Background: an optimization exercise with open tools, aiming at small area, a short achievable clock period and few clock cycles per item. Do not read the settings as production practice. Function was checked by simulation only, so behaviour that the tests miss may differ from the original. Power and IR drop assume default switching activity.

Setup of run 1:
## kh_addr_decode
module kh_addr_decode (
    input  wire        clk,
    input  wire        rst,           
    input  wire        cfg_we,
    input  wire [3:0]  cfg_idx,
    input  wire [63:0] cfg_wdata,
    input  wire        in_valid,
    output reg         in_ready,
    input  wire [51:0] in_addr,
    output reg         out_valid,
    input  wire        out_ready,
    output reg  [6:0]  out_slice,
    output reg  [12:0] out_sf_set,
    output reg  [7:0]  out_hlc_set,
    output reg  [9:0]  out_pred,
    output reg         out_hit,
    output reg  [3:0]  out_region,
    output reg  [3:0]  out_port
);
    function [3:0] mod9_6;
        input [5:0] i;
        begin
            case (i)
                6'd0: mod9_6 = 4'd0;
                6'd1: mod9_6 = 4'd1;
                6'd2: mod9_6 = 4'd2;
                6'd3: mod9_6 = 4'd3;
                6'd4: mod9_6 = 4'd4;
                6'd5: mod9_6 = 4'd5;
                6'd6: mod9_6 = 4'd6;
                6'd7: mod9_6 = 4'd7;
                6'd8: mod9_6 = 4'd8;
                6'd9: mod9_6 = 4'd0;
                6'd10: mod9_6 = 4'd1;
                6'd11: mod9_6 = 4'd2;
                6'd12: mod9_6 = 4'd3;
                6'd13: mod9_6 = 4'd4;
                6'd14: mod9_6 = 4'd5;
                6'd15: mod9_6 = 4'd6;
                6'd16: mod9_6 = 4'd7;
                6'd17: mod9_6 = 4'd8;
                6'd18: mod9_6 = 4'd0;
                6'd19: mod9_6 = 4'd1;
                6'd20: mod9_6 = 4'd2;
                6'd21: mod9_6 = 4'd3;
                6'd22: mod9_6 = 4'd4;
                6'd23: mod9_6 = 4'd5;
                6'd24: mod9_6 = 4'd6;
                6'd25: mod9_6 = 4'd7;
                6'd26: mod9_6 = 4'd8;
                6'd27: mod9_6 = 4'd0;
                6'd28: mod9_6 = 4'd1;
                6'd29: mod9_6 = 4'd2;
                6'd30: mod9_6 = 4'd3;
                6'd31: mod9_6 = 4'd4;
                6'd32: mod9_6 = 4'd5;
                6'd33: mod9_6 = 4'd6;
                6'd34: mod9_6 = 4'd7;
                6'd35: mod9_6 = 4'd8;
                6'd36: mod9_6 = 4'd0;
                6'd37: mod9_6 = 4'd1;
                6'd38: mod9_6 = 4'd2;
                6'd39: mod9_6 = 4'd3;
                6'd40: mod9_6 = 4'd4;
                6'd41: mod9_6 = 4'd5;
                6'd42: mod9_6 = 4'd6;
                6'd43: mod9_6 = 4'd7;
  ...
Settings: LEC_CHECK=0, ABC_AREA=1, CAP_MARGIN=20, CORE_MARGIN=2, CORE_UTILIZATION=60, CTS_BUF_LIST=sky130_fd_sc_hd__clkbuf_8, CTS_CLUSTER_DIAMETER=80, CTS_CLUSTER_SIZE=16, SLEW_MARGIN=20; clock period 105.0 ns.
standard.sh (not shown) runs the stock make flow with config.mk's settings and CLKGATE_MAP_FILE= SYNTH_SCRIPT=/design/flow/synth_recipe.tcl, a recipe that flattens the netlist after the stock synthesis.
==> flow/flow/run.sh <==
#!/bin/bash
set -euo pipefail
rm -rf scripts_mod
cp -r "$FLOW_HOME/scripts" scripts_mod
cp flow/abc_area.script scripts_mod/abc_area.script
export SCRIPTS_DIR="$PWD/scripts_mod"
export BUFFER_PORTS_ARGS="-buffer_cell sky130_fd_sc_hd__buf_1"
bash standard.sh > standard.log 2>&1
==> flow/flow/abc_area.script <==
strash
dch -f
map -a
topo
Run 1 finished every step from synthesis to the final layout, and the layout passed the timing, DRC and antenna checks.
Testbench counts of run 1, summed over its fixed seeds: cycles 16,016, items 16,000.
Modified inputs, run 2 compared to run 1
Settings: CTS_CLUSTER_SIZE no longer set, was 16; CORE_UTILIZATION now 40, was 60; CTS_CLUSTER_DIAMETER no longer set, was 80.
--- outcome ---
- Run 2: done, clean on timing, DRC and antenna
- Compared with run 1, clock buffer instance count of the final layout in run 2 increased by more than 100%.
- Compared with run 1, run 2 shows a final design instance area without fill that is 5.0% higher.
- Run 2: global-route usage lower than run 1
- Portion of total power attributed to sequential cells ended up 1.9 points lower on run 2 than on run 1.
- A capturing instance or port of the critical path of out_sf_set[8] is what run 2 shows, while rgn_nbase[2][21] belongs to run 1.
- Looking at non-clock buffer count in the final layout, run 2 sits about 2.5% above run 1.
- In run 2 relative to run 1, final RePlAce weighted congestion had gone down by a few percent.
- Reported for run 1 and run 2, number of setup buffers added after CTS turned out identical to the last digit.
- Fraction of power consumed by the clock network: higher on run 2
- Diff run 1..run 2 | buffering overhead | negligible
- Compared with run 1, run 2 shows a relative area of clock buffers and inverters in the final design that is 3.3 points higher.
- Relative to run 1, the combinational cell power of run 2 is lower by about 2.5%.
For run 3, these inputs were changed with respect to run 2:
Settings: changing CORE_UTILIZATION from 40 to 75; setting CTS_CLUSTER_DIAMETER to 80 for the first time; setting CTS_CLUSTER_SIZE to 16 for the first time.
Results
Going from run 2 to run 3, fraction of area in multi-input gates up 1.6 points, global-route wire length before repair up about 3.3%.
Min core utilization across run 2 and run 3: run 2
Going from run 2 to run 3, relative area change from synthesis to final layout down 6.1 points, wire length up 3.6%, cell area down about 5.3%.
Run 2 vs run 3, launch point of the worst path: out_sf_set[8] vs cfg_we
| placeable core region | run 3 vs run 2 | better |
Run 3 ends up with a delay of the slowest cell on the worst path that is 0.28 ns higher than in run 2.
[run 3] worst-case reg-to-reg path depth fell 2 relative to run 2
### run 3 -> run 4
Settings: CORE_UTILIZATION changed from 75 to 40.
### Flow results
Summary of run 4 over run 3: combinational fraction of design power moved down; wire length now sits lower; total routing resource utilization after global routing went down by 20 points. NOTE area inside the core boundary run 3->run 4 increased by more than half. Going from run 3 to run 4, cell area rose 0.0011 mm², tap cell count rose 761, area used by sequential logic in the layout about even. Diff run 3 and run 4: clock tree buffer count of the final layout higher in run 4. Total power (run 4 vs. run 3) decreases by a few percent. On run 4: starting density of the core is 35 points lower than what run 3 gave.
The following lists how run 5 was set up differently from run 4:
Settings: swapping 20 for 70 in CAP_MARGIN; swapping 20 for 70 in SLEW_MARGIN; swapping 40 for 60 in CORE_UTILIZATION.
==> flow/flow/run.sh <==
#!/bin/bash
set -euo pipefail
rm -rf scripts_mod
cp -r "$FLOW_HOME/scripts" scripts_mod
cp flow/abc_area.script scripts_mod/abc_area.script
export SCRIPTS_DIR="$PWD/scripts_mod"
export SYNTH_ARGS="-noabc"
export BUFFER_PORTS_ARGS="-buffer_cell sky130_fd_sc_hd__buf_1"
bash standard.sh > standard.log 2>&1
==> comparison <==
Per the final summary, run 5 finished and its layout is clean on timing, DRC and antenna.
Summary of the comparison: final cell area excluding filler cells is lower in run 5, relative to run 4.
Compared with run 4, in run 5 maximum clock skew at final layout fell by 0.016 ns; number of I/O port buffers stayed essentially flat; number of library cell types mapped by synthesis fell by 7.
Taking run 4 as the reference, in run 5 ratio of cells with drive above 1 in the final layout grew by 3.8 points, worst path arrival time shows a reduction of 21.67 ns, via count saw a decrease, cell area after synthesis lower.

afterwards: timing with drivers on the ports:
Ports are ideal in the flow. The routed layouts listed here were re-timed in OpenROAD. Step 1: set_driving_cell puts a clkbuf_16 on clk and a buf_2 on each other input, an assumption about the parent block. Step 2 times the ports against the registers' clock, not the clock port: input delays grow and output delays shrink by t, the midpoint of the rising clock arrivals with the driver on. Three values: ideal ports, drivers, drivers and shift; two values: the first two.
run	t (ns)	setup WS [ns]	worst hold slack (ns)	worst data-port slew with drivers (ns)
run 1	0.798	82.347 / 82.388 / 81.590	0.519 / 0.519 / 0.519	0.10
run 2	0.953	82.421 / 82.354 / 81.520	0.495 / 0.495 / 0.495	0.11
run 3	0.803	82.326 / 82.363 / 81.559	0.525 / 0.525 / 0.525	0.12
run 4	0.825	82.322 / 82.342 / 81.517	0.526 / 0.526 / 0.526	0.11
run 5	0.792	82.622 / 82.557 / 82.228	0.526 / 0.526 / 0.526	0.10
After both steps every run listed still meets setup and hold. The setup slack of run 2, which loses most, moves by -0.067 ns with the drivers and by -0.901 ns with both steps.
